Context: an optimization exercise on an open-source flow, tuned for small area and a short achievable clock period. The choices shown serve that exercise and are no tape-out recipe. No run shown here included a check of the RTL's function; only the layout flow was run.

## flow/design.v (module list and top-level ports; edited modules follow where they fit)
// module cte_fma: 168 lines
// module mul24cs: 1093 lines
module cte_fma (
    input  wire        clk,
    input  wire        rst,        
    input  wire        in_valid,
    input  wire        in_neg,     
    input  wire [31:0] in_a,
    input  wire [31:0] in_b,
    input  wire [31:0] in_c,
    output reg         out_valid,
    output reg  [31:0] out_r
);
  // ...
==> flow/run.sh <==
#!/bin/bash
# synth_recipe.tcl (not shown) runs the flow's synth.tcl, then flattens the netlist and writes it again
# the make line also repeats each setting of config.mk as NAME=value (left out here)
make -C /OpenROAD-flow-scripts/flow DESIGN_CONFIG=/design/flow/config.mk WORK_HOME=/design/flow/orfs CLKGATE_MAP_FILE= SYNTH_SCRIPT=/design/flow/synth_recipe.tcl finish
==> flow/config.mk <==
export PLATFORM = sky130hd
export DESIGN_NAME = cte_fma
export DESIGN_NICKNAME = cte_fma
export VERILOG_FILES = /design/flow/design.v
export SDC_FILE = /design/flow/constraint.sdc
export NUM_CORES = 4
export LEC_CHECK = 0
export CAP_MARGIN = 20
export CORE_MARGIN = 2
export CORE_UTILIZATION = 40
export SLEW_MARGIN = 20
==> flow/constraint.sdc <==
create_clock -name core_clock -period 22.0 [get_ports {clk}]
set_input_delay 4.4000 -clock core_clock [delete_from_list [all_inputs] [get_ports {clk}]]
set_output_delay 4.4000 -clock core_clock [all_outputs]
set_load 0.01 [all_outputs]
==> flow_summary.ini, run 1 <==
[synth]
synthMuxAreaShare_pct = 4.35
avgSynthCellArea_sq_um = 8.49
yosys_register_bits = 519
yosys.area_share.simple_pct = 14.5
synth_compound_area_share_pct = 19.7
synth_xor_area_share_pct = 10.3

[timing]
fin_ws_ns = 15.29
tightest_slew_ns = 1.06

[setup_path]
path_cells = nor4_1 > nand2_1 > nand2_4 > buf_4 > buf_4 > nor2_1 > xnor2_1 > fa_1 > inv_1 > fa_1 > inv_1 > fa_1 > inv_1 > fa_1 > inv_1 > fa_1 > inv_1
endpoint = ms1[20]
regToRegStartpoint = a0[23]
r2r-end = ms1[20]
start_kind = flop
end_kind = flop

[floorplanning]
die_y_um = 336
fp.dieArea_sq_um = 113000
core.rowCount = 121

[clock_tree]
postCtsHoldBufs = 0
numCtsBuffers = 58
path_clk_slew_ns = 0.07
clock_path_buffers = 3

[hold_path]
hold_start = e472[7]

[run_status]
outcome = finished clean

[final_layout]
largest_reg_flops = 77
numSequentialCells = 519
seq_share_pct = 21.4
multi_input_area_sq_um = 30800
nNonClkBuffers = 224
top_regs = sum2 (77), mag3 (76), cal1 (75)
nNetsFinal = 5755

[global_route]
antenna_found_initial = 3
grt_max_degree = 83

[detailed_routing]
routedWlPerCell_um = 22.7
wl_met2_um = 65700
vias = 38200
wirelength_um = 149000
wl_met1_um = 64000

[place]
dpl_cell_area_sq_um = 46500
detailedPlace.worstSlack_ns = 15.48
dp_hpwl_um = 108000
==> inputs of run 2 (changes only) <==
--- a/flow/config.mk
+++ b/flow/config.mk
@@ -7,5 +7,5 @@
 export LEC_CHECK = 0
-export CAP_MARGIN = 20
+export CAP_MARGIN = 50
 export CORE_MARGIN = 2
 export CORE_UTILIZATION = 40
-export SLEW_MARGIN = 20
+export SLEW_MARGIN = 70
==> run 2 against run 1 <==
  * Fmax up 13%
  * Critical path type is now reg2out
  * Via count is 0.76% higher
  * Cell count up 0.64%
  * Utilization increased by 1.5 points
==> flow_summary.ini, run 2 <==
[run_status]
outcome = finished clean

[synth]
yosys_register_bits = 519
syn_inst = 5187
synth.most_common_cell = nor2_1
synth_edf_count = 0
yosysTopAreaCellShare_pct = 23.6
synth_xor_area_share_pct = 10.3
synth_top_cells_by_area = dfxtp_1, fa_1, xnor2_1
yosysWarnings = 1
synth_nets = 5832
avgSynthCellArea_sq_um = 8.49
synth.cell_area_sq_um = 44000
synth_compound_area_share_pct = 19.7
async_flop_share_pct = 0
synthMuxAreaShare_pct = 4.35
yosysTopAreaCell = dfxtp_1
synth_top_family_by_area = adder cells
synth_commonest_cells = nor2_1, dfxtp_1, inv_1
yosys.area_share.simple_pct = 14.5
ys_types = 105
synth-main-ff-cell = dfxtp_1
synth_adder_area_share_pct = 20.7
ys_seq_area_share_pct = 23.6

[final_layout]
nNetsFinal = 5791
design_area_sq_um = 50200
final_common_cell = nor2_1
area_delta_synth_final_pct = 14.0
largest-register = sum2
final_cell_mix = nor2_1, dfxtp_1, inv_1
layout-drive-gt1-share_pct = 10.2
top_regs = sum2 (77), mag3 (76), cal1 (75)
nFillCells = 10600
largest_reg_flops = 77
diodes = 0

[clock_tree]
cts_resized = 0
clock_path_buffers = 3
path_clk_slew_ns = 0.06
post-cts-setup-buffers = 0
numCtsBuffers = 59
postCtsHoldBufs = 0
cts_tree = yes
htree_levels = 2
cts.sinks = 519
root_buffer = clkbuf_16
clock_latency_ns = 0.70

[setup_path]
end_kind = output port
worst-setup-path-type = reg2out
start_kind = flop
cp_max_fo = 1
r2r-end = ms1[20]
critPathArrivalTime_ns = 1.52
r2r_cells = 19
slowest_delay_ns = 0.54
required_ns = 17.60
path_delay_family = buffers and inverters
crit_slowest_cell = clkdlybuf4s50_1
path_buf_inv = 1
regToRegStartpoint = a0[28]
path_depth = 1
path_cells = clkdlybuf4s50_1
r2r_slack_ns = 16.18

[timing]
setup_tns_ns = 0
finalHoldViolations = 0
max_slew_margin_pct = 67.0
rsz0062_at_grt = no
tightest_slew_ns = 0.495
max_freq_ghz = 0.169
fin_crit_sh_pct = 26.9
setup_viol = 0
final_max_slew_viol_count = 0
finalCriticalPeriod_ns = 5.92
fin_ws_ns = 16.08
finalClockSkew_ns = 0.0379

[hold_path]
hold_path_class = reg2reg
hold_depth = 0
min_to = e473[1]
hold_start = e472[1]

[place]
gp_congestion = 0.933
dp_hpwl_um = 109000
detailedPlace.worstSlack_ns = 16.32
dpl_cell_area_sq_um = 47700
portBuffers = 132

[detailed_routing]
ant_nets = 0
routedWlPerCell_um = 22.7
wirelength_um = 150000
drc = 0
dr.pass1.iters = 7
vias = 38500
via_per_inst = 5.83
drt_iter0_drc = 4078

[global_route]
grt_pass1_vias = 37200
antenna_found_initial = 2
grt_usage_pct = 26.0
grt_first_pass_wirelength_um = 227000
grt_max_degree = 69
grt_overflow_total = 0

[floorplanning]
die_y_um = 336
io_pins = 133
core_sq_um = 109000
start_util_pct = 40.4
core.rowCount = 121
dieWidth_um = 336
fp.dieArea_sq_um = 113000

[job]
cap_violations = 0
[run 2: metal layers]
layer,vias up,track usage (%),routed length (um)
li1,17800,-,-
met1,18500,35.2,64500
met2,1842,40.9,66900
met3,348,4.38,12100
met4,0,11.0,6290
met5,-,0,0
[run 2: final cells by class]
type	instances	area [sq um]	share of cell area, %
Sequential cell	519	10400	20.8
Inverter	416	1570	3.13
Multi-Input combinational cell	3891	31700	63.2
Tap cell	1414	1770	3.52
Timing Repair Buffer	259	2550	5.08
Clock buffer	70	1600	3.19
Clock inverter	42	538	1.07
[run 2: cells by family after synthesis]
family                   Yosys count
XOR/XNOR                         518
AND/OR/NAND/NOR                 1378
adder cells (fa/ha/maj)          545
AO/OA/AOI/OAI                   1303
buffers and inverters            777
flip-flops                       519
multiplexers                     147
[run 2: worst max path at each step]
stage             start       end  slack, ns
2_1_floorplan  out_r[0]  out_r[0]      17.27
6_report       out_r[8]  out_r[8]      16.08
3_3_place_gp     a0[28]   ms1[20]      15.58
5_1_grt          a0[23]   ms1[20]      16.00
4_1_cts        out_r[8]  out_r[8]      16.02
3_5_place_dp     a0[28]   ms1[20]      16.32
[run 2: stage by stage]
stage	utilization [%]	hold slack, ns	cells
after global routing	46.0	0.325	6611
final	46.0	0.322	6611
after global placement	42.7	0.311	6464
after detailed placement	43.7	0.312	6488
after CTS	45.7	0.323	6600
after floorplan	-	0.310	5187
==> module cte_fma, before the edit <==
module cte_fma (
    input  wire        clk,
    input  wire        rst,        
    input  wire        in_valid,
    input  wire        in_neg,     
    input  wire [31:0] in_a,
    input  wire [31:0] in_b,
    input  wire [31:0] in_c,
    output reg         out_valid,
    output reg  [31:0] out_r
);
    reg        v0, n0;
    reg [31:0] a0, b0, c0;
    always @(posedge clk) begin
        v0 <= rst ? 1'b0 : in_valid;
        n0 <= in_neg;
        a0 <= in_a;
        b0 <= in_b;
        c0 <= in_c;
    end
    wire       sa = a0[31], sb = b0[31], sc = c0[31];
    wire [7:0] ea = a0[30:23], eb = b0[30:23], ec = c0[30:23];
    wire a_zero = (ea == 8'd0);
    wire b_zero = (eb == 8'd0);
    wire c_zero = (ec == 8'd0);
    wire a_max  = (ea == 8'hFF);
    wire b_max  = (eb == 8'hFF);
    wire c_max  = (ec == 8'hFF);
    wire a_fz   = (a0[22:0] == 23'd0);
    wire b_fz   = (b0[22:0] == 23'd0);
    wire c_fz   = (c0[22:0] == 23'd0);
    wire a_inf  = a_max & a_fz;
    wire b_inf  = b_max & b_fz;
    wire c_inf  = c_max & c_fz;
    wire any_nan = (a_max & ~a_fz) | (b_max & ~b_fz) | (c_max & ~c_fz);
    wire sp  = sa ^ sb ^ n0;
    wire sub = sp ^ sc;
    wire pz  = a_zero | b_zero;
    wire p_inf = a_inf | b_inf;
    wire s1_nan = any_nan | (a_inf & b_zero) | (a_zero & b_inf) |
                  (p_inf & c_inf & sub);
    wire s1_inf = p_inf | c_inf;
    wire s1_isg = p_inf ? sp : sc;
    wire [23:0] ma = pz ? 24'd0 : {1'b1, a0[22:0]};
    wire [23:0] mb = {1'b1, b0[22:0]};
    wire [23:0] mc = c_zero ? 24'd0 : {1'b1, c0[22:0]};
    wire [49:0] ms, mcy;
    mul24cs u_mul (.a(ma), .b(mb), .s(ms), .c(mcy));
    wire signed [10:0] sh_raw = $signed({3'd0, ea}) + $signed({3'd0, eb})
                              - $signed({3'd0, ec}) - 11'sd100;
    wire lo = pz | sh_raw[10];                     
    wire hi = ~sh_raw[10] & (|sh_raw[9:7]);        
    wire signed [9:0] e47 = lo ? $signed({2'd0, ec}) - 10'sd27
                               : $signed({2'd0, ea}) + $signed({2'd0, eb}) - 10'sd127;
    wire [6:0]  sh7  = sh_raw[6:0];
    wire [23:0] mcx  = mc ^ {24{sub}};
    wire [73:0] c_sh = {{128{sub}}, mcx, {50{sub}}} >> sh7;   
    wire [6:0]  st_n = (sh7 > 7'd74) ? 7'd24 : (sh7 > 7'd50 ? sh7 - 7'd50 : 7'd0);
    wire [23:0] st_m = ~(24'hFF_FFFF << st_n[4:0]) | {24{st_n[4] & st_n[3]}};
    wire        c_st = hi ? ~c_zero : (~lo & |(mc & st_m));
    wire [73:0] c_al = lo ? {mcx, {50{sub}}} : (hi ? {74{sub}} : c_sh);
    reg        v1, sp1, sc1, sub1, nan1, inf1, isg1;
    reg [49:0] ms1, mcy1;
    reg [74:0] cal1;
    reg signed [9:0] e471;
    always @(posedge clk) begin
        v1   <= rst ? 1'b0 : v0;
        sp1  <= sp;
        sc1  <= sc;
        sub1 <= sub;
        nan1 <= s1_nan;
        inf1 <= s1_inf;
        isg1 <= s1_isg;
        ms1  <= ms;
        mcy1 <= mcy;
        cal1 <= {c_al, c_st ^ sub};
        e471 <= e47;
    end
    localparam [76:0] M49 = ~77'd0 << 49;          
    wire [76:0] cx  = {{2{sub1}}, cal1};
    wire [76:0] opa = {26'd0, ms1, 1'b0};
    wire [76:0] opb = {26'd0, mcy1, 1'b0};
    wire [76:0] s_a = opa ^ opb ^ cx;
    wire [76:0] c_a = {(opa[75:0] & opb[75:0]) | (opa[75:0] & cx[75:0]) | (opb[75:0] & cx[75:0]), 1'b0};
    wire [76:0] s_b = s_a ^ c_a ^ M49;
    wire [76:0] c_b = {(s_a[75:0] & c_a[75:0]) | (s_a[75:0] & M49[75:0]) | (c_a[75:0] & M49[75:0]), sub1};
    wire [76:0] sum = s_b + c_b;
    reg        v2, sp2, sc2, nan2, inf2, isg2;
    reg [76:0] sum2;
    reg signed [9:0] e472;
    always @(posedge clk) begin
        v2   <= rst ? 1'b0 : v1;
        sp2  <= sp1;
        sc2  <= sc1;
        nan2 <= nan1;
        inf2 <= inf1;
        isg2 <= isg1;
        sum2 <= sum;
        e472 <= e471;
    end
    wire        neg = sum2[76];
    wire [75:0] mag = neg ? (~sum2[75:0] + 76'd1) : sum2[75:0];
    reg [6:0] lz, tz;
    integer k;
    always @(*) begin
        lz = 7'd76;
        for (k = 0; k < 76; k = k + 1)
            if (mag[k]) lz = 7'd75 - k[6:0];
        tz = 7'd76;
        for (k = 75; k >= 0; k = k - 1)
            if (sum2[k]) tz = k[6:0];
    end
    wire zero = ~|sum2;
    reg        v3, nan3, inf3, isg3, rs3, zs3, zero3;
    reg [75:0] mag3;
    reg [6:0]  lz3, tz3;
    reg signed [9:0] e473;
    always @(posedge clk) begin
        v3    <= rst ? 1'b0 : v2;
        nan3  <= nan2;
        inf3  <= inf2;
        isg3  <= isg2;
        rs3   <= sp2 ^ neg;
        zs3   <= sp2 & sc2;
        mag3  <= mag;
        lz3   <= lz;
        tz3   <= tz;
        zero3 <= zero;
        e473  <= e472;
    end
    wire [75:0] q6 = lz3[6] ? {mag3[11:0], 64'd0} : mag3;
    wire [55:0] q5 = lz3[5] ? {q6[43:0], 12'd0} : q6[75:20];
    wire [39:0] q4 = lz3[4] ? q5[39:0] : q5[55:16];
    wire [31:0] q3 = lz3[3] ? q4[31:0] : q4[39:8];
    wire [27:0] q2 = lz3[2] ? q3[27:0] : q3[31:4];
    wire [25:0] q1 = lz3[1] ? q2[25:0] : q2[27:2];
    wire [24:0] q0 = lz3[0] ? q1[24:0] : q1[25:1];
    wire signed [9:0] e_norm = e473 - $signed({3'd0, lz3}) + 10'sd28;
    wire [23:0] mant   = q0[24:1];
    wire        guard  = q0[0];
    wire        sticky = ({1'b0, tz3} + {1'b0, lz3}) < 8'd51;
    wire        rup    = guard & (sticky | mant[0]);
    wire [24:0] mant_r = {1'b0, mant} + {24'd0, rup};
    wire signed [9:0] e_r = mant_r[24] ? e_norm + 10'sd1 : e_norm;
    wire [22:0] frac_r = mant_r[24] ? mant_r[23:1] : mant_r[22:0];
    wire to_min_normal = (e_norm == 10'sd0) && (&mant);
    reg [31:0] res;
    always @(*) begin
        if (nan3)
            res = 32'h7FC0_0000;
        else if (inf3)
            res = {isg3, 8'hFF, 23'd0};
        else if (zero3)
            res = {zs3, 31'd0};
        else if (e_r >= 10'sd255)
            res = {rs3, 8'hFF, 23'd0};
        else if (e_norm >= 10'sd1)
            res = {rs3, e_r[7:0], frac_r};
        else if (to_min_normal)
            res = {rs3, 8'd1, 23'd0};
        else
            res = {rs3, 31'd0};
    end
    always @(posedge clk) begin
        out_valid <= rst ? 1'b0 : v3;
        out_r     <= res;
    end
endmodule
==> inputs of run 3 (changes only) <==
--- a/flow/design.v
+++ b/flow/design.v
@@ -43,5 +43,6 @@
     wire s1_isg = p_inf ? sp : sc;
-    wire [23:0] ma = pz ? 24'd0 : {1'b1, a0[22:0]};
+    wire s1_zr  = pz & c_zero;
+    wire [23:0] ma = {1'b1, a0[22:0]};
     wire [23:0] mb = {1'b1, b0[22:0]};
-    wire [23:0] mc = c_zero ? 24'd0 : {1'b1, c0[22:0]};
+    wire [23:0] mc = {1'b1, c0[22:0]};
     wire [49:0] ms, mcy;
@@ -51,3 +52,3 @@
     wire lo = pz | sh_raw[10];                     
-    wire hi = ~sh_raw[10] & (|sh_raw[9:7]);        
+    wire hi = c_zero | (~pz & ~sh_raw[10] & (|sh_raw[9:7]));   
     wire signed [9:0] e47 = lo ? $signed({2'd0, ec}) - 10'sd27
@@ -60,4 +61,4 @@
     wire        c_st = hi ? ~c_zero : (~lo & |(mc & st_m));
-    wire [73:0] c_al = lo ? {mcx, {50{sub}}} : (hi ? {74{sub}} : c_sh);
-    reg        v1, sp1, sc1, sub1, nan1, inf1, isg1;
+    wire [73:0] c_al = hi ? {74{sub}} : (lo ? {mcx, {50{sub}}} : c_sh);
+    reg        v1, sp1, sc1, sub1, nan1, inf1, isg1, zr1;
     reg [49:0] ms1, mcy1;
@@ -73,2 +74,3 @@
         isg1 <= s1_isg;
+        zr1  <= s1_zr;
         ms1  <= ms;
@@ -87,3 +89,3 @@
     wire [76:0] sum = s_b + c_b;
-    reg        v2, sp2, sc2, nan2, inf2, isg2;
+    reg        v2, sp2, sc2, nan2, inf2, isg2, zr2;
     reg [76:0] sum2;
@@ -97,2 +99,3 @@
         isg2 <= isg1;
+        zr2  <= zr1;
         sum2 <= sum;
@@ -127,3 +130,3 @@
         tz3   <= tz;
-        zero3 <= zero;
+        zero3 <= zero | zr2;
         e473  <= e472;
==> flow/flow/run.sh (new file) <==
#!/bin/bash
set -euo pipefail
MARGIN=$(cat "$(dirname "$0")/margin.txt")
bash standard.sh SETUP_SLACK_MARGIN="$MARGIN" finish > standard_flow.log 2>&1
==> flow/flow/margin.txt (new file) <==
16
==> flow/standard.sh (new file) <==
#!/bin/bash
# synth_recipe.tcl (not shown) runs the flow's synth.tcl, then flattens the netlist and writes it again
# the make line also repeats each setting of config.mk as NAME=value (left out here)
make -C /OpenROAD-flow-scripts/flow DESIGN_CONFIG=/design/flow/config.mk WORK_HOME=/design/flow/orfs CLKGATE_MAP_FILE= SYNTH_SCRIPT=/design/flow/synth_recipe.tcl "${@:-finish}"
--- a/flow/config.mk
+++ b/flow/config.mk
@@ -7,5 +7,5 @@
 export LEC_CHECK = 0
-export CAP_MARGIN = 50
+export CAP_MARGIN = 20
 export CORE_MARGIN = 2
 export CORE_UTILIZATION = 40
-export SLEW_MARGIN = 70
+export SLEW_MARGIN = 20
removed: flow/run.sh
==> run 3 against run 2 <==
  * Fmax fell by 0.17%
  * Clock-buffer cell count increased by 4
  * Flip-flop and latch count grew 2
  * Cell count is 7.4% lower
  * Utilization down 1.2 points
  * Clock skew is 0.034 ns higher
  * Synthesized cell count fell by 9.4%
  * Wire length is 13% lower
  * Non-clock buffer count decreased by 40
  * Critical path depth stayed put
  * Largest cell class unchanged
==> flow_summary.ini, run 3 <==
[run_status]
outcome = finished clean

[timing]
final_max_slew_viol_count = 0
rsz0062_at_grt = no
max_slew_margin_pct = 22.6
tightest_slew_ns = 1.16
finalCriticalPeriod_ns = 5.93
finalClockSkew_ns = 0.0723
setup_viol = 0
max_freq_ghz = 0.169
setup_tns_ns = 0
finalHoldViolations = 0
fin_crit_sh_pct = 27.0

[synth]
synth-main-ff-cell = dfxtp_1
synth_top_cells_by_area = dfxtp_1, fa_1, ha_1
synth_xor_area_share_pct = 11.2
ys_seq_area_share_pct = 24.7
synthMuxAreaShare_pct = 6.10
synth.most_common_cell = dfxtp_1
synth_top_family_by_area = adder cells
yosysWarnings = 1
synth_edf_count = 0
ys_types = 101
synth_adder_area_share_pct = 21.6
async_flop_share_pct = 0
synth.cell_area_sq_um = 42200
yosysTopAreaCellShare_pct = 24.7
synth_commonest_cells = dfxtp_1, inv_1, fa_1
synth_nets = 5344
yosys.area_share.simple_pct = 11.3
yosysTopAreaCell = dfxtp_1
synth_compound_area_share_pct = 18.3
yosys_register_bits = 521
avgSynthCellArea_sq_um = 8.99
syn_inst = 4699

[clock_tree]
htree_levels = 2
root_buffer = clkbuf_16
cts_tree = yes
clock_latency_ns = 0.69
path_clk_slew_ns = 0.07
cts.sinks = 521
clock_path_buffers = 3
numCtsBuffers = 58

[place]
dp_hpwl_um = 94900
portBuffers = 132
gp_congestion = 0.925

[global_route]
grt_overflow_total = 0
grt_usage_pct = 23.8
antenna_found_initial = 3
grt_pass1_vias = 34300
grt_first_pass_wirelength_um = 201000
grt_max_degree = 67

[final_layout]
final_common_cell = dfxtp_1
area_delta_synth_final_pct = 11.4
top_regs = sum2 (77), mag3 (76), cal1 (75)
largest_reg_flops = 77
layout-drive-gt1-share_pct = 8.04
final_cell_mix = dfxtp_1, inv_1, fa_1
largest-register = sum2
fin_util_pct = 44.8
nNetsFinal = 5324

[detailed_routing]
drt_iter0_drc = 3154
routedWlPerCell_um = 21.2
drc = 0
via_per_inst = 5.66
wirelength_um = 130000
vias = 34600
ant_nets = 0
dr.pass1.iters = 9

[setup_path]
required_ns = 17.60
path_delay_family = buffers and inverters
critPathLaunch = out_r[3]
crit_slowest_cell = clkdlybuf4s50_1
regToRegStartpoint = a0[24]
path_cells = clkdlybuf4s50_1
critPathArrivalTime_ns = 1.53
path_buf_inv = 1
worst-setup-path-type = reg2out
slowest_delay_ns = 0.54
cp_max_fo = 1
end_kind = output port
start_kind = flop

[floorplanning]
fp.dieArea_sq_um = 108000
start_util_pct = 40.2
die_y_um = 329
core_sq_um = 105000
dieWidth_um = 329
core.rowCount = 119
io_pins = 133

[hold_path]
hold_start = e472[0]
hold_path_class = reg2reg

[job]
cap_violations = 0
-- run 3: cell types whose count changed after synthesis, sizes merged, moves of 25 or more --
cell | previous run | this run
xor2 | 121 | 278
clkbuf | 304 | 233
o21bai | 26 | 51
o21ai | 285 | 242
nor2 | 542 | 284
inv | 413 | 446
xnor2 | 396 | 257
nand2 | 361 | 264
-- run 3: what timing repair did --
| action | 4_1_cts | 5_1_grt |
|---|---|---|
| endpoints found under the setup margin | 37 | 62 |
| gates resized for setup | 10 | 19 |
| gates cloned | 0 | 0 |
| setup buffers | 0 | 7 |
| hold buffers | 0 | 0 |
| pin swaps | 0 | 1 |
-- run 3: routing by layer --
layer	up-vias	global-route usage (%)	share of wire, %
li1	16200	-	-
met1	16500	30.8	42
met2	1522	38.9	46
met3	352	3.65	6.9
met4	0	11.5	4.9
met5	-	0	0
-- run 3: kinds of logic after synthesis --
group	count (synthesis)
and+or+nand+nor	991
buffers and inverters	749
xor gates and xnor gates	537
AOI/OAI and AO/OA	1173
adders and majority gates	545
muxes	183
DFF	521
-- run 3: path summary, 6_finish.rpt --
| path | cells after the start | endpoint | slack (ns) |
|---|---|---|---|
| setup / recovery | 1 | out_r[3] | 16.07 |
| setup reg to reg | 15 | cal1[13] | 16.36 |
| hold / removal | 0 | e473[0] | 0.32 |
| hold reg to reg | 0 | e473[0] | 0.32 |
-- run 3: area by class of cell --
| class | instances | area (sq um) |
|---|---|---|
| Fill cell | 10200 | 57900 |
| Multi-Input combinational cell | 3429 | 29100 |
| Sequential cell | 521 | 10400 |
| Timing Repair Buffer | 219 | 2020 |
| Tap cell | 1391 | 1740 |
| Inverter | 450 | 1690 |
| Clock buffer | 74 | 1610 |
| Clock inverter | 35 | 444 |
| Antenna cell | 4 | 10.0 |
-- run 3: through the flow --
stage	std cells	setup slack, ns	hold slack [ns]	instance area (sq um)
floorplan	4699	16.53	0.310	42200
global placement	6002	15.39	0.311	44800
detailed placement	6002	15.16	0.312	44800
CTS	6111	16.00	0.320	46900
global route	6119	16.00	0.330	47000
finish	6123	16.07	0.318	47000
==> inputs of run 4 (changes only) <==
--- a/flow/design.v
+++ b/flow/design.v
@@ -58,5 +58,12 @@
     wire [73:0] c_sh = {{128{sub}}, mcx, {50{sub}}} >> sh7;   
-    wire [6:0]  st_n = (sh7 > 7'd74) ? 7'd24 : (sh7 > 7'd50 ? sh7 - 7'd50 : 7'd0);
-    wire [23:0] st_m = ~(24'hFF_FFFF << st_n[4:0]) | {24{st_n[4] & st_n[3]}};
-    wire        c_st = hi ? ~c_zero : (~lo & |(mc & st_m));
+    reg [4:0] tz_c;
+    integer j;
+    always @(*) begin
+        tz_c = 5'd23;
+        for (j = 22; j >= 0; j = j - 1)
+            if (c0[j]) tz_c = j[4:0];
+    end
+    wire signed [11:0] st_d = $signed({4'd0, ea}) + $signed({4'd0, eb})
+                            - $signed({4'd0, ec}) - $signed({7'd0, tz_c}) - 12'sd151;
+    wire        c_st = ~c_zero & ~pz & ~st_d[11];
     wire [73:0] c_al = hi ? {74{sub}} : (lo ? {mcx, {50{sub}}} : c_sh);
==> flow/run.sh (new file) <==
#!/bin/bash
# synth_recipe.tcl (not shown) runs the flow's synth.tcl, then flattens the netlist and writes it again
# the make line also repeats each setting of config.mk as NAME=value (left out here)
make -C /OpenROAD-flow-scripts/flow DESIGN_CONFIG=/design/flow/config.mk WORK_HOME=/design/flow/orfs CLKGATE_MAP_FILE= SYNTH_SCRIPT=/design/flow/synth_recipe.tcl finish
--- a/flow/config.mk
+++ b/flow/config.mk
@@ -7,5 +7,6 @@
 export LEC_CHECK = 0
-export CAP_MARGIN = 20
+export CAP_MARGIN = 50
 export CORE_MARGIN = 2
-export CORE_UTILIZATION = 40
-export SLEW_MARGIN = 20
+export CORE_UTILIZATION = 55
+export PLACE_DENSITY = 0.7
+export SLEW_MARGIN = 70
removed: flow/flow/run.sh
removed: flow/flow/margin.txt
removed: flow/standard.sh
==> run 4 against run 3 <==
  * Critical path type unchanged
  * Critical endpoint unchanged
  * Non-clock buffer count is 37 higher
  * Highest routed layer unchanged
  * Clock skew decreased by 0.035 ns
  * Global-route usage is 8.9 points higher
  * Area after synthesis is 0.58% higher
  * Still clean
==> flow_summary.ini, run 4 <==
[setup_path]
critPathArrivalTime_ns = 1.51
path_delay_family = buffers and inverters
slowest_delay_ns = 0.54
path_cells = clkdlybuf4s50_1
required_ns = 17.60
end_kind = output port
start_kind = flop
path_buf_inv = 1
crit_slowest_cell = clkdlybuf4s50_1
cp_max_fo = 1
worst-setup-path-type = reg2out

[timing]
finalHoldViolations = 0
finalCriticalPeriod_ns = 5.91
setup_tns_ns = 0
setup_viol = 0
fin_crit_sh_pct = 26.9
max_freq_ghz = 0.169
finalClockSkew_ns = 0.0369
tightest_slew_ns = 0.493
rsz0062_at_grt = no
max_slew_margin_pct = 66.9
fin_ws_ns = 16.09
final_max_slew_viol_count = 0

[clock_tree]
clock_path_buffers = 3
root_buffer = clkbuf_16
cts_resized = 0
cts_tree = yes
numCtsBuffers = 57
post-cts-setup-buffers = 0
path_clk_slew_ns = 0.06
postCtsHoldBufs = 0
htree_levels = 2
cts.sinks = 521
clock_latency_ns = 0.65

[place]
dpl_cell_area_sq_um = 45500
gp_congestion = 0.954
dp_hpwl_um = 95700
portBuffers = 132
placed_cells_incl_taps = 5744
detailedPlace.worstSlack_ns = 16.59

[synth]
async_flop_share_pct = 0
ys_seq_area_share_pct = 24.6
synth_top_cells_by_area = dfxtp_1, fa_1, ha_1
synth_xor_area_share_pct = 11.1
synth_edf_count = 0
synthMuxAreaShare_pct = 4.94
yosysTopAreaCellShare_pct = 24.6
yosys.area_share.simple_pct = 12.3
avgSynthCellArea_sq_um = 8.90
synth_top_family_by_area = adder cells
yosysWarnings = 1
yosysTopAreaCell = dfxtp_1
synth.most_common_cell = dfxtp_1
synth_compound_area_share_pct = 18.6
synth_adder_area_share_pct = 21.5
syn_inst = 4775
ys_types = 101
yosys_register_bits = 521
synth-main-ff-cell = dfxtp_1
synth_nets = 5424
synth.cell_area_sq_um = 42500
synth_commonest_cells = dfxtp_1, inv_1, fa_1, nor2_1, nand2_1

[hold_path]
hold_path_class = reg2reg

[final_layout]
largest_reg_flops = 77
design_area_sq_um = 48000
top_regs = sum2 (77), mag3 (76), cal1 (75)
area_delta_synth_final_pct = 13.1
diodes = 0
final_cells = 5861
final_common_cell = dfxtp_1
largest-register = sum2
nFillCells = 6418
multi_input_area_sq_um = 30200
fin_util_pct = 63.0
final_cell_mix = dfxtp_1, inv_1, fa_1
nNetsFinal = 5434
regArea_sq_um = 10500
layout-drive-gt1-share_pct = 10.6

[floorplanning]
dieWidth_um = 282
start_util_pct = 55.7
die_y_um = 282
core.rowCount = 101
core_sq_um = 76200
io_pins = 133
fp.dieArea_sq_um = 79500

[run_status]
outcome = finished clean

[global_route]
grt_usage_pct = 32.7
grt_overflow_total = 0
grt_pass1_vias = 34700
grt_max_degree = 60
grt_first_pass_wirelength_um = 202000
antenna_found_initial = 3

[detailed_routing]
dr.pass1.iters = 9
drc = 0
ant_nets = 0
via_per_inst = 6.16
routedWlPerCell_um = 22.4
vias = 36100
drt_iter0_drc = 4109
wirelength_um = 131000

[job]
cap_violations = 0
==> run 4: cell types whose count changed in the layout (fill, tap and decap cells not counted), moves of 22 or more <==
cell,previous run,this run
buf_4,83,53
buf_6,0,27
mux2i_1,92,59
mux4_2,56,31
nand2_1,263,296
o21ai_0,226,204
o21bai_1,51,26
xnor2_1,255,228
xnor2_2,2,25
==> run 4: logic make-up after synthesis <==
group / Yosys count
compound gates: 1194
simple gates: 1072
buf+inv: 746
flops: 521
mux: 154
fa+ha+maj: 549
xor+xnor: 539
==> run 4: final cells by class <==
| class | instances | area share (%) |
|---|---|---|
| clock buffers | 78 | 3.32 |
| clock inverters | 27 | 0.672 |
| inverters | 441 | 3.46 |
| multi-input cells | 3508 | 62.8 |
| flip-flops and latches | 521 | 21.8 |
| well taps | 1030 | 2.68 |
| repair buffers | 256 | 5.28 |
==> run 4: stage by stage <==
step / hold slack (ns)
global placement: 0.312
CTS: 0.323
global route: 0.327
finish: 0.324
detailed placement: 0.312
floorplan: 0.310
==> run 4: worst paths after layout <==
check	from	endpoint	slack, ns	cells after the start
worst max-delay path	out_r[3]	out_r[3]	16.09	1
worst min-delay path	inf2	inf3	0.32	0
worst max register to register	lz3[5]	out_r[20]	16.66	17
worst min register to register	inf2	inf3	0.32	0
==> run 4: layer usage <==
metal | track usage, % | routed length (um)
met5 | 0 | 0
met4 | 13.2 | 6320
met3 | 7.57 | 12600
met2 | 50.8 | 58100
met1 | 43.9 | 54400
==> inputs of run 5 (changes only) <==
==> flow/flow/run.sh (new file) <==
#!/bin/bash
# The standard layout (standard.sh: the standard synthesis, then ORFS to
# finish) with two settings changed:
#  - the port buffers that buffer_ports adds are plain buffers (buf.txt)
#    instead of the delay cell it picks by default.
set -euo pipefail
D="$(cd "$(dirname "$0")" && pwd)"
MARGIN=$(cat "$D/margin.txt")
BUF=$(cat "$D/buf.txt")
bash standard.sh SETUP_SLACK_MARGIN="$MARGIN" \
    BUFFER_PORTS_ARGS="-buffer_cell $BUF" finish > standard_flow.log 2>&1
==> flow/flow/buf.txt (new file) <==
sky130_fd_sc_hd__buf_4
==> flow/flow/margin.txt (new file) <==
16.5
==> flow/standard.sh (new file) <==
#!/bin/bash
# synth_recipe.tcl (not shown) runs the flow's synth.tcl, then flattens the netlist and writes it again
# the make line also repeats each setting of config.mk as NAME=value (left out here)
make -C /OpenROAD-flow-scripts/flow DESIGN_CONFIG=/design/flow/config.mk WORK_HOME=/design/flow/orfs CLKGATE_MAP_FILE= SYNTH_SCRIPT=/design/flow/synth_recipe.tcl "${@:-finish}"
--- a/flow/config.mk
+++ b/flow/config.mk
@@ -7,6 +7,5 @@
 export LEC_CHECK = 0
-export CAP_MARGIN = 50
+export CAP_MARGIN = 20
 export CORE_MARGIN = 2
-export CORE_UTILIZATION = 55
-export PLACE_DENSITY = 0.7
-export SLEW_MARGIN = 70
+export CORE_UTILIZATION = 40
+export SLEW_MARGIN = 20
removed: flow/run.sh
==> run 5 against run 4 <==
  * Still clean on timing, DRC and antenna
  * Non-clock buffer count is 54 lower
  * Area after synthesis did not move
  * Clock skew barely moved
  * Wire length rose by 3.7%
  * Critical endpoint is now out_r[20]
  * Largest cell class unchanged
==> flow_summary.ini, run 5 <==
[final_layout]
nNetsFinal = 5384
diodes = 0
largest-register = sum2
top_regs = sum2 (77), mag3 (76), cal1 (75)
design_area_sq_um = 47000
final_common_cell = dfxtp_1
layout-drive-gt1-share_pct = 11.1
final_cell_mix = dfxtp_1, inv_1, fa_1
area_delta_synth_final_pct = 10.6
largest_reg_flops = 77

[timing]
fin_ws_ns = 16.50
tightest_slew_ns = 1.06
fin_crit_sh_pct = 25.0
final_max_slew_viol_count = 0
finalHoldViolations = 0
finalCriticalPeriod_ns = 5.50
setup_viol = 0
max_slew_margin_pct = 29.3
rsz0062_at_grt = yes
finalClockSkew_ns = 0.0365
setup_tns_ns = 0
max_freq_ghz = 0.182

[setup_path]
crit_slowest_cell = dfxtp_2
required_ns = 17.60
critPathArrivalTime_ns = 1.10
regToRegStartpoint = lz3[5]
end_kind = output port
cp_max_fo = 1
critPathLaunch = out_r[20]
start_kind = flop
path_cells = buf_6
worst-setup-path-type = reg2out
path_delay_family = flip-flops
slowest_delay_ns = 0.35
path_buf_inv = 1

[hold_path]
hold_start = e471[8]
hold_path_class = reg2reg

[place]
gp_congestion = 0.956
dpl_cell_area_sq_um = 44600
dp_hpwl_um = 98400
portBuffers = 132
detailedPlace.worstSlack_ns = 16.35

[clock_tree]
clock_latency_ns = 0.68
path_clk_slew_ns = 0.06
cts_tree = yes
postCtsHoldBufs = 0
numCtsBuffers = 60
clock_path_buffers = 3
cts.sinks = 521
htree_levels = 2
root_buffer = clkbuf_16

[synth]
synth_commonest_cells = dfxtp_1, inv_1, fa_1, nor2_1, nand2_1
yosys.area_share.simple_pct = 12.3
yosysTopAreaCell = dfxtp_1
synth-main-ff-cell = dfxtp_1
synth.most_common_cell = dfxtp_1
async_flop_share_pct = 0
synth_top_cells_by_area = dfxtp_1, fa_1, ha_1
synth_nets = 5424
synth_compound_area_share_pct = 18.6
ys_seq_area_share_pct = 24.6
synth_top_family_by_area = adder cells
ys_types = 101
yosys_register_bits = 521
yosysTopAreaCellShare_pct = 24.6
syn_inst = 4775
synth_edf_count = 0
synth_adder_area_share_pct = 21.5
avgSynthCellArea_sq_um = 8.90
synth_xor_area_share_pct = 11.1
synth.cell_area_sq_um = 42500
synthMuxAreaShare_pct = 4.94
yosysWarnings = 1

[detailed_routing]
dr.pass1.iters = 8
vias = 35600
wirelength_um = 136000
drc = 0
drt_iter0_drc = 4077
via_per_inst = 5.77
routedWlPerCell_um = 22.0
ant_nets = 0

[run_status]
outcome = finished clean

[floorplanning]
io_pins = 133
fp.dieArea_sq_um = 109000
start_util_pct = 40.4
core_sq_um = 105000
core.rowCount = 119
die_y_um = 330
dieWidth_um = 330

[job]
cap_violations = 0

[global_route]
grt_usage_pct = 24.6
grt_max_degree = 65
grt_first_pass_wirelength_um = 209000
antenna_found_initial = 2
grt_overflow_total = 0
grt_pass1_vias = 35000
==> run 5: changes by cell type in the layout (fill, tap and decap cells not counted), moves of 21 or more <==
cell / change
dfxtp_1: -27
clkdlybuf4s50_1: -132
o21ai_0: +25
xnor2_1: +21
dfxtp_2: +31
buf_4: +115
==> run 5: through the flow <==
stage | std cells | utilization [%] | hold WS [ns]
after detailed placement | 6062 | 42.4 | 0.312
final | 6176 | 44.6 | 0.324
after floorplan | 4775 | - | 0.310
after global routing | 6176 | 44.6 | 0.331
after global placement | 6062 | 42.4 | 0.310
after CTS | 6174 | 44.6 | 0.324
==> run 5: area by class of cell <==
cell class	instances	area, sq um
clock buffers	78	1670
clock inverters	34	437
fillers	10200	58300
inverters	441	1660
multi-input cells	3508	29300
flip-flops and latches	521	10500
well taps	1391	1740
repair buffers	202	1650
repair inverters	1	5.00
==> run 5: final timing paths <==
path                to  slack (ns)  cells past startpoint
min reg2reg    e472[8]        0.32                      0
max          out_r[20]       16.50                      1
min            e472[8]        0.32                      0
max reg2reg  out_r[20]       16.80                     16
==> run 5: repair_timing <==
item,CTS,global route
setup endpoints to repair,40,111
gates resized for setup,63,19
setup buffers,0,1
pin swaps,0,0
cloned,0,1
==> run 5: cells by family (layout without fill, tap and decap cells) <==
| kind of cell | count (synthesis) | after routing |
|---|---|---|
| mux | 154 | 154 |
| fa+ha+maj | 549 | 549 |
| buf+inv | 746 | 756 |
| compound gates | 1194 | 1194 |
| flops | 521 | 521 |
| simple gates | 1072 | 1072 |
| xor+xnor | 539 | 539 |
==> run 5: metal layers <==
metal	wire length (um)	up-vias	global-route usage [%]
li1	-	16500	-
met1	58000	17000	33.5
met2	60900	1678	38.6
met3	11400	364	4.25
met4	5890	2	10.3
met5	12	-	0

## re-timing with driven ports
No port has a modelled driver above. Below, the same layouts with a new extraction and two added sets of constraints.
Step 1 (the two cells are an assumption about what drives the block):
set clk [get_ports {clk}]
set_driving_cell -lib_cell sky130_fd_sc_hd__clkbuf_16 $clk
set_driving_cell -lib_cell sky130_fd_sc_hd__buf_2 [delete_from_list [all_inputs] $clk]
Step 2, shift: input delay + t, output delay - t, t = (earliest + latest rising clock arrival at the registers) / 2. This alone moves slack from input paths to output paths.
Three values: ideal, step 1, step 2; two values: the first two.
| run | shift t [ns] | slack for setup (ns) | hold slack, ns | slew at the worst register clock pin (ns) | worst data-port slew with drivers (ns) |
|---|---|---|---|---|---|
| run 1 | 0.745 | 15.287 / 15.287 / 15.287 | 0.320 / 0.320 / 0.320 | 0.07 / 0.07 | 0.05 |
| run 2 | 0.749 | 16.079 / 16.007 / 16.179 | 0.322 / 0.322 / 0.322 | 0.07 / 0.07 | 0.06 |
| run 3 | 0.732 | 16.068 / 15.992 / 16.361 | 0.318 / 0.318 / 0.318 | 0.08 / 0.08 | 0.05 |
| run 4 | 0.699 | 16.088 / 16.017 / 16.664 | 0.324 / 0.324 / 0.324 | 0.08 / 0.08 | 0.06 |
| run 5 | 0.736 | 16.496 / 16.422 / 16.802 | 0.324 / 0.324 / 0.324 | 0.07 / 0.07 | 0.06 |
After both steps every run listed still meets setup and hold.
